What follows belongs to an exercise in optimizing a design on an open flow for small area, a short achievable clock period and few clock cycles per item; a production flow would make more cautious choices. Function was checked by simulation only, so behaviour that the tests miss may differ from the original. Power and IR drop assume default switching activity.

## 03-02
## pixconv
module pixconv (
    input  wire        clk,
    input  wire        rst,
    input  wire        cfg_we,
    input  wire [3:0]  cfg_addr,
    input  wire [25:0] cfg_wdata,
    input  wire        in_valid,
    output wire        in_ready,
    input  wire        in_sof,
    input  wire        in_eol,
    input  wire [11:0] in_c0,
    input  wire [11:0] in_c1,
    input  wire [11:0] in_c2,
    output reg         out_valid,
    output reg  [11:0] out_c0,
    output reg  [11:0] out_c1,
    output reg  [11:0] out_c2,
    output wire [31:0] sig
);
For scale: roughly 7900 cells after synthesis, roughly 750 flip-flops, roughly 140 I/O pins.
==> flow/config.mk <==
export PLATFORM = sky130hd
export DESIGN_NAME = pixconv
export DESIGN_NICKNAME = pixconv
export VERILOG_FILES = /design/flow/design.v
export SDC_FILE = /design/flow/constraint.sdc
export NUM_CORES = 4
export LEC_CHECK = 0
export CAP_MARGIN = 50
export CORE_MARGIN = 2
export CORE_UTILIZATION = 40
export PLACE_DENSITY = 0.6
export SLEW_MARGIN = 70
export SYNTH_HIERARCHICAL = 1
export SYNTH_MINIMUM_KEEP_SIZE = 0
==> flow/constraint.sdc <==
create_clock -name core_clock -period 18.0 [get_ports {clk}]
set_input_delay 3.6000 -clock core_clock [delete_from_list [all_inputs] [get_ports {clk}]]
set_output_delay 3.6000 -clock core_clock [all_outputs]
set_load 0.01 [all_outputs]
standard.sh (not shown) runs the stock make flow with config.mk's settings and CLKGATE_MAP_FILE= SYNTH_SCRIPT=/design/flow/synth_recipe.tcl, a recipe that flattens the netlist after the stock synthesis.
==> flow/flow/run.sh <==
#!/bin/bash
# The standard layout (the standard.sh: ORFS synthesis to final layout,
# unchanged), with one change: the port buffers that ORFS's buffer_ports
# inserts on every input and output are sky130_fd_sc_hd__buf_4 instead of
# the slow delay buffer it picks by default.  The make output goes to
# flow_own.log in the work folder; ORFS keeps each step's log under orfs/logs.
set -euo pipefail
W=$(pwd)
cp config.mk config_own.mk
echo 'export BUFFER_PORTS_ARGS = -buffer_cell sky130_fd_sc_hd__buf_4' >> config_own.mk
sed "s#DESIGN_CONFIG=[^ ]*#DESIGN_CONFIG=$W/config_own.mk#" standard.sh > standard_own.sh
grep -q "DESIGN_CONFIG=$W/config_own.mk" standard_own.sh
bash standard_own.sh > flow_own.log 2>&1
Testbench counts of 03-02, summed over its fixed seeds: cycles 10,155, items 10,123.
Here is what was changed in the inputs of 07-12 compared with 03-02.
--- a/flow/design.v
+++ b/flow/design.v
@@ -13,50 +13,58 @@
     input  wire [11:0] in_c2,
     output reg         out_valid,
     output reg  [11:0] out_c0,
     output reg  [11:0] out_c1,
     output reg  [11:0] out_c2,
     output wire [31:0] sig
 );
     reg [17:0] m00, m01, m02, m10, m11, m12, m20, m21, m22;
     reg [25:0] o0, o1, o2;
     reg        bypass;
     reg [1:0]  depth;
+    reg        w_we;
+    reg [3:0]  w_addr;
+    reg [25:0] w_data;
+    always @(posedge clk) begin
+        w_we   <= cfg_we & ~rst;
+        w_addr <= cfg_addr;
+        w_data <= cfg_wdata;
+    end
     always @(posedge clk) begin
         if (rst)
             depth <= 2'd0;
         else if (cfg_we && cfg_addr == 4'd12)
             depth <= cfg_wdata[2:1];
     end
     always @(posedge clk) begin
         if (rst) begin
             m00 <= 18'd0; m01 <= 18'd0; m02 <= 18'd0;
             m10 <= 18'd0; m11 <= 18'd0; m12 <= 18'd0;
             m20 <= 18'd0; m21 <= 18'd0; m22 <= 18'd0;
             o0 <= 26'd0; o1 <= 26'd0; o2 <= 26'd0;
             bypass <= 1'b1;
-        end else if (cfg_we) begin
-            case (cfg_addr)
-                4'd0:  m00 <= cfg_wdata[17:0];
-                4'd1:  m01 <= cfg_wdata[17:0];
-                4'd2:  m02 <= cfg_wdata[17:0];
-                4'd3:  m10 <= cfg_wdata[17:0];
-                4'd4:  m11 <= cfg_wdata[17:0];
-                4'd5:  m12 <= cfg_wdata[17:0];
-                4'd6:  m20 <= cfg_wdata[17:0];
-                4'd7:  m21 <= cfg_wdata[17:0];
-                4'd8:  m22 <= cfg_wdata[17:0];
-                4'd9:  o0  <= cfg_wdata;
-                4'd10: o1  <= cfg_wdata;
-                4'd11: o2  <= cfg_wdata;
-                4'd12: bypass <= cfg_wdata[0];
+        end else if (w_we) begin
+            case (w_addr)
+                4'd0:  m00 <= w_data[17:0];
+                4'd1:  m01 <= w_data[17:0];
+                4'd2:  m02 <= w_data[17:0];
+                4'd3:  m10 <= w_data[17:0];
+                4'd4:  m11 <= w_data[17:0];
+                4'd5:  m12 <= w_data[17:0];
+                4'd6:  m20 <= w_data[17:0];
+                4'd7:  m21 <= w_data[17:0];
+                4'd8:  m22 <= w_data[17:0];
+                4'd9:  o0  <= w_data;
+                4'd10: o1  <= w_data;
+                4'd11: o2  <= w_data;
+                4'd12: bypass <= w_data[0];
                 default: ;
             endcase
         end
     end
     wire [17:0] me00 = m00, me01 = m01, me02 = m02;
     wire [17:0] me10 = m10, me11 = m11, me12 = m12;
     wire [17:0] me20 = m20, me21 = m21, me22 = m22;
     wire [25:0] oe0 = o0, oe1 = o1, oe2 = o2;
     reg [1:0] x_cnt, y_cnt;
     wire [1:0] px_x = in_sof ? 2'd0 : x_cnt;
     wire [1:0] px_y = in_sof ? 2'd0 : y_cnt;
==> run summary <==
- 07-12 was carried through to the last stage, and its layout satisfied the timing, design-rule and antenna checks.
- In the final reports, the cell area of 07-12 is larger than that of 03-02.
- The instance count after placement with tap cells included reported for 07-12 is greater than that of 03-02 by about 0.7%.
- Area growth from synthesis to layout for 07-12 is higher than for 03-02.
- Placeable core region (07-12 over 03-02): increase, 1.1%
- Overall power came out lower on 07-12 than on 03-02.
- 03-02 and 07-12 ended up with nearly the same gate count after technology mapping.
- Number of logic inverters in the finished layout in 07-12 is 0.45% lower than in 03-02
- Width of the chip, 03-02 and 07-12: larger value in 07-12
- Going from 03-02 to 07-12, final core area utilization went up; worst setup slack went down.
- Non-clock buffer count (07-12 / 03-02): 1.08
- The synthesized area number comes out higher for 07-12 vs 03-02.
Testbench counts of 07-12, summed over its fixed seeds: cycles 10,155, items 10,123.

-- re-timing with driven ports --
No port has a modelled driver above. Below, the same layouts with a new extraction and two added sets of constraints. Step 1 (the two cells are an assumption about what drives the block):
set clk [get_ports {clk}]
set_driving_cell -lib_cell sky130_fd_sc_hd__clkbuf_16 $clk
set_driving_cell -lib_cell sky130_fd_sc_hd__buf_2 [delete_from_list [all_inputs] $clk]
Step 2, shift: input delay + t, output delay - t, t = (earliest + latest rising clock arrival at the registers) / 2. This alone moves slack from input paths to output paths. Three values: ideal, step 1, step 2; two values: the first two.
run | shift t [ns] | setup WS [ns] | slew at the worst register clock pin (ns)
03-02 | 0.812 | 13.047 / 13.047 / 12.645 | 0.08 / 0.08
07-12 | 0.827 | 12.954 / 12.954 / 12.721 | 0.07 / 0.07
After both steps every run listed still meets setup and hold. The setup slack of 03-02, which loses most, moves by 0.000 ns with the drivers and by -0.402 ns with both steps.
